From an optimization exercise on the open Yosys and OpenROAD flow, aimed at small area, a short achievable clock period and few clock cycles per item; shortcuts taken in it are not production practice. RTL that was checked went through simulation tests only; none was proved equivalent to the original.

// te_check
module te_check (
    input  wire         clk,
    input  wire         rst,
    input  wire         cmd_valid,
    output wire         cmd_ready,
    input  wire [7:0]   cmd_alg,
    input  wire [7:0]   cmd_mode,
    input  wire [7:0]   cmd_fold_kind,
    input  wire [63:0]  cmd_fold_value,
    input  wire [63:0]  cmd_expected,
    input  wire         in_valid,
    output wire         in_ready,
    input  wire [127:0] in_data,
    input  wire [4:0]   in_nbytes,
    input  wire         in_last,
    output reg          res_valid,
    output reg  [1:0]   res_status,
    output reg  [63:0]  res_value
);
==> module te_check, before the edit <==
module te_check (
    input  wire         clk,
    input  wire         rst,
    input  wire         cmd_valid,
    output wire         cmd_ready,
    input  wire [7:0]   cmd_alg,
    input  wire [7:0]   cmd_mode,
    input  wire [7:0]   cmd_fold_kind,
    input  wire [63:0]  cmd_fold_value,
    input  wire [63:0]  cmd_expected,
    input  wire         in_valid,
    output wire         in_ready,
    input  wire [127:0] in_data,
    input  wire [4:0]   in_nbytes,
    input  wire         in_last,
    output reg          res_valid,
    output reg  [1:0]   res_status,
    output reg  [63:0]  res_value
);
    reg          st_data;     
    reg          st_cmd;      
    reg  [127:0] stg;
    reg  [4:0]   stg_n;
    reg          stg_last;
    reg          stg_beat;    
    reg          stg_cmd;     
    assign cmd_ready = st_cmd;
    assign in_ready  = !st_cmd;
    wire [106:0] cmd_pack = {
        ~|cmd_fold_value[7:0],       
        ~|cmd_fold_value[31:8],      
        ~|cmd_fold_value[63:32],     
        ~|cmd_fold_kind[7:2],        
        ~|cmd_mode[7:1],             
        ~|cmd_alg[7:2],              
        cmd_fold_kind[1:0],          
        cmd_mode[0],                 
        cmd_alg[1:0],                
        cmd_fold_value[31:0],        
        cmd_expected                 
    };
    wire [1:0] s_fk = stg[100:99];
    wire s_fold_ok = stg[104] & ((s_fk == 2'd0) ? (stg[105] & stg[106]) :
                                 (s_fk == 2'd1) ?  stg[105] : 1'b1);
    wire s_ok = stg[101] & stg[102] & stg[103] & s_fold_ok;
    always @(posedge clk) begin
        stg      <= st_data ? in_data : {in_data[127:107], cmd_pack};
        stg_n    <= in_nbytes;
        stg_last <= in_last;
        if (rst) begin
            st_data  <= 1'b0;
            st_cmd   <= 1'b1;
            stg_beat <= 1'b0;
            stg_cmd  <= 1'b0;
        end else begin
            stg_beat <= st_data & in_valid;
            stg_cmd  <= !st_data & cmd_valid;
            if (stg_cmd && !s_ok) begin
                st_data <= 1'b0;
                st_cmd  <= 1'b1;
            end else if (st_data) begin
                st_data <= !(in_valid && in_last);
                st_cmd  <= in_valid && in_last;
            end else begin
                st_data <= cmd_valid;
                st_cmd  <= !cmd_valid;
            end
        end
    end
    reg        sel0, sel1, sel2, sel3;    
    reg        verify;
    reg        inv;
    reg        fold1;                     
    reg        fold4;                     
    reg [31:0] fold_value;
    reg [63:0] expected;
    reg [63:0] crc;
    reg        fold_pend;                 
    wire [127:0] dd = {stg[127:32], fold_pend ? fold_value : stg[31:0]};
    wire [4:0]   dn = fold_pend ? {2'b00, fold4, 1'b0, fold1} :
                      stg_beat  ? stg_n : 5'd0;
    wire u8 = dn[3] | dn[4];
    wire u4 = dn[2] | dn[4];
    wire u2 = dn[1] | dn[4];
    wire u1 = dn[0] | dn[4];
    wire ux = dn[4];
    wire [3:0] o4 = {u8, 3'b000};
    wire [3:0] o2 = {u8, u4, 2'b00};
    wire [3:0] o1 = {u8, u4, u2, 1'b0};
    function [63:0] merge;
        input [63:0] sh;
        input [31:0] a0;
        input [31:0] a1;
        input [63:0] a2;
        input [15:0] a3;
        merge = sh ^ (({64{sel0}} & {32'd0, a0}) |
                      ({64{sel1}} & {32'd0, a1}) |
                      ({64{sel2}} & a2) |
                      ({64{sel3}} & {48'd0, a3}));
    endfunction
    wire [63:0] x8 = crc ^ dd[63:0];
    wire [31:0] t8_0, t8_1; wire [63:0] t8_2; wire [15:0] t8_3;
    te_check_tab8 tab8 (.x(x8), .t0(t8_0), .t1(t8_1), .t2(t8_2), .t3(t8_3));
    wire [63:0] c8 = u8 ? merge(64'd0, t8_0, t8_1, t8_2, t8_3) : crc;
    wire [31:0] x4 = c8[31:0] ^ dd[8*o4 +: 32];
    wire [31:0] t4_0, t4_1; wire [63:0] t4_2; wire [15:0] t4_3;
    te_check_tab4 tab4 (.x(x4), .t0(t4_0), .t1(t4_1), .t2(t4_2), .t3(t4_3));
    wire [63:0] c4 = u4 ? merge({32'd0, c8[63:32]}, t4_0, t4_1, t4_2, t4_3) : c8;
    wire [15:0] x2 = c4[15:0] ^ dd[8*o2 +: 16];
    wire [31:0] t2_0, t2_1; wire [63:0] t2_2; wire [15:0] t2_3;
    te_check_tab2 tab2 (.x(x2), .t0(t2_0), .t1(t2_1), .t2(t2_2), .t3(t2_3));
    wire [63:0] c2 = u2 ? merge({16'd0, c4[63:16]}, t2_0, t2_1, t2_2, t2_3) : c4;
    wire [7:0] x1 = c2[7:0] ^ dd[8*o1 +: 8];
    wire [31:0] t1_0, t1_1; wire [63:0] t1_2; wire [15:0] t1_3;
    te_check_tab1 tab1 (.x(x1), .t0(t1_0), .t1(t1_1), .t2(t1_2), .t3(t1_3));
    wire [63:0] c1 = u1 ? merge({8'd0, c2[63:8]}, t1_0, t1_1, t1_2, t1_3) : c2;
    wire [7:0] xx = c1[7:0] ^ dd[127:120];
    wire [31:0] tx_0, tx_1; wire [63:0] tx_2; wire [15:0] tx_3;
    te_check_tab1 tabx (.x(xx), .t0(tx_0), .t1(tx_1), .t2(tx_2), .t3(tx_3));
    wire [63:0] cx = ux ? merge({8'd0, c1[63:8]}, tx_0, tx_1, tx_2, tx_3) : c1;
    wire [63:0] value = sel2 ? ~cx :
                        sel3 ? {48'd0, cx[7:0], cx[15:8]} :
                               {32'd0, ~cx[31:0]};
    wire [1:0] s_alg = s_ok ? stg[97:96] : 2'd3;
    always @(posedge clk) begin
        if (stg_cmd) begin
            sel0       <= (s_alg == 2'd0);
            sel1       <= (s_alg == 2'd1);
            sel2       <= (s_alg == 2'd2);
            sel3       <= (s_alg == 2'd3);
            verify     <= s_ok & stg[98];
            inv        <= !s_ok;
            fold1      <= s_ok & (s_fk == 2'd1);
            fold4      <= s_ok & s_fk[1];
            fold_value <= stg[95:64];
            expected   <= stg[63:0];
            crc        <= (s_alg == 2'd2) ? 64'hFFFF_FFFF_FFFF_FFFF :
                          (s_alg == 2'd3) ? 64'd0 :
                                            64'h0000_0000_FFFF_FFFF;
        end else begin
            crc <= cx;
        end
        fold_pend  <= !rst && ((stg_beat && stg_last) || (stg_cmd && !s_ok));
        res_valid  <= !rst && fold_pend;
        res_status <= {inv, verify && (value != expected)};
        res_value  <= value;
    end
endmodule
clock: 120.0 ns
lec_check: 0
abc_clock_period_in_ps: 100
cap_margin: 20
core_margin: 2
core_utilization: 35
place_density: 0.42
slew_margin: 20
run.sh (not shown) runs the stock make flow with config.mk's settings and CLKGATE_MAP_FILE= SYNTH_SCRIPT=/design/flow/synth_recipe.tcl, a recipe that flattens the netlist after the stock synthesis.
Testbench counts at the start, summed over its fixed seeds: cycles 8,179, bytes 122,967.
Next try:
--- a/flow/design.v
+++ b/flow/design.v
@@ -15,20 +15,19 @@
     input  wire         in_last,
     output reg          res_valid,
     output reg  [1:0]   res_status,
     output reg  [63:0]  res_value
 );
     reg          st_data;     
-    reg          st_cmd;      
     reg  [127:0] stg;
     reg  [4:0]   stg_n;
     reg          stg_last;
     reg          stg_beat;    
     reg          stg_cmd;     
-    assign cmd_ready = st_cmd;
-    assign in_ready  = !st_cmd;
+    assign cmd_ready = !st_data;
+    assign in_ready  = st_data;
     wire [106:0] cmd_pack = {
         ~|cmd_fold_value[7:0],       
         ~|cmd_fold_value[31:8],      
         ~|cmd_fold_value[63:32],     
         ~|cmd_fold_kind[7:2],        
         ~|cmd_mode[7:1],             
@@ -46,42 +45,36 @@
     always @(posedge clk) begin
         stg      <= st_data ? in_data : {in_data[127:107], cmd_pack};
         stg_n    <= in_nbytes;
         stg_last <= in_last;
         if (rst) begin
             st_data  <= 1'b0;
-            st_cmd   <= 1'b1;
             stg_beat <= 1'b0;
             stg_cmd  <= 1'b0;
         end else begin
             stg_beat <= st_data & in_valid;
             stg_cmd  <= !st_data & cmd_valid;
-            if (stg_cmd && !s_ok) begin
+            if (stg_cmd && !s_ok)
                 st_data <= 1'b0;
-                st_cmd  <= 1'b1;
-            end else if (st_data) begin
+            else if (st_data)
                 st_data <= !(in_valid && in_last);
-                st_cmd  <= in_valid && in_last;
-            end else begin
+            else
                 st_data <= cmd_valid;
-                st_cmd  <= !cmd_valid;
-            end
         end
     end
     reg        sel0, sel1, sel2, sel3;    
     reg        verify;
     reg        inv;
     reg        fold1;                     
     reg        fold4;                     
     reg [31:0] fold_value;
     reg [63:0] expected;
     reg [63:0] crc;
     reg        fold_pend;                 
     wire [127:0] dd = {stg[127:32], fold_pend ? fold_value : stg[31:0]};
-    wire [4:0]   dn = fold_pend ? {2'b00, fold4, 1'b0, fold1} :
-                      stg_beat  ? stg_n : 5'd0;
+    wire [4:0]   dn = fold_pend ? {2'b00, fold4, 1'b0, fold1} : stg_n;
     wire u8 = dn[3] | dn[4];
     wire u4 = dn[2] | dn[4];
     wire u2 = dn[1] | dn[4];
     wire u1 = dn[0] | dn[4];
     wire ux = dn[4];
     wire [3:0] o4 = {u8, 3'b000};
@@ -134,13 +127,13 @@
             fold4      <= s_ok & s_fk[1];
             fold_value <= stg[95:64];
             expected   <= stg[63:0];
             crc        <= (s_alg == 2'd2) ? 64'hFFFF_FFFF_FFFF_FFFF :
                           (s_alg == 2'd3) ? 64'd0 :
                                             64'h0000_0000_FFFF_FFFF;
-        end else begin
+        end else if (stg_beat) begin
             crc <= cx;
         end
         fold_pend  <= !rst && ((stg_beat && stg_last) || (stg_cmd && !s_ok));
         res_valid  <= !rst && fold_pend;
         res_status <= {inv, verify && (value != expected)};
         res_value  <= value;
Result: The new run ran to the end with no violations; via count climbs by 0.73%; hold slack loses 0.017 ns; non-clock buffer count decreases by 11; setup slack gets worse by 0.95 ns; global-route usage goes up by 0.40 points; sequential share of layout area rises by 0.87 points; utilization hardly moves; synthesized area barely changes; synthesized cell count went down by 0.77%.
Only the layout flow was run in the second run of this note; the RTL was not checked for function there.

## static timing again, ports no longer ideal
The flow's constraints put no driver on any port. The routed layouts listed below were extracted and timed again, unchanged, in two steps. Step 1: set_driving_cell puts a clkbuf_16 on clk and a buf_2 on each other input, an assumption about the parent block. Step 2 adds t to the input delays and takes it off the output delays; t is the mean of the earliest and latest rising clock arrival at the registers after step 1. Input paths then give back, and output paths get back, about the clock's delay inside the block. Three values: ideal, step 1, step 2; two values: the first two.
run | t (ns) | setup WS [ns] | worst setup path at the end | worst data-port slew with drivers (ns)
the first run | 0.683 | 94.438 / 94.364 / 94.332 | input to register | 0.13
the second run | 0.680 | 93.490 / 93.411 / 94.091 | register to output | 0.18
After both steps setup and hold are still met in every run listed. For the first run, which loses most, drivers alone change the setup slack by -0.074 ns; drivers and shift together by -0.106 ns.
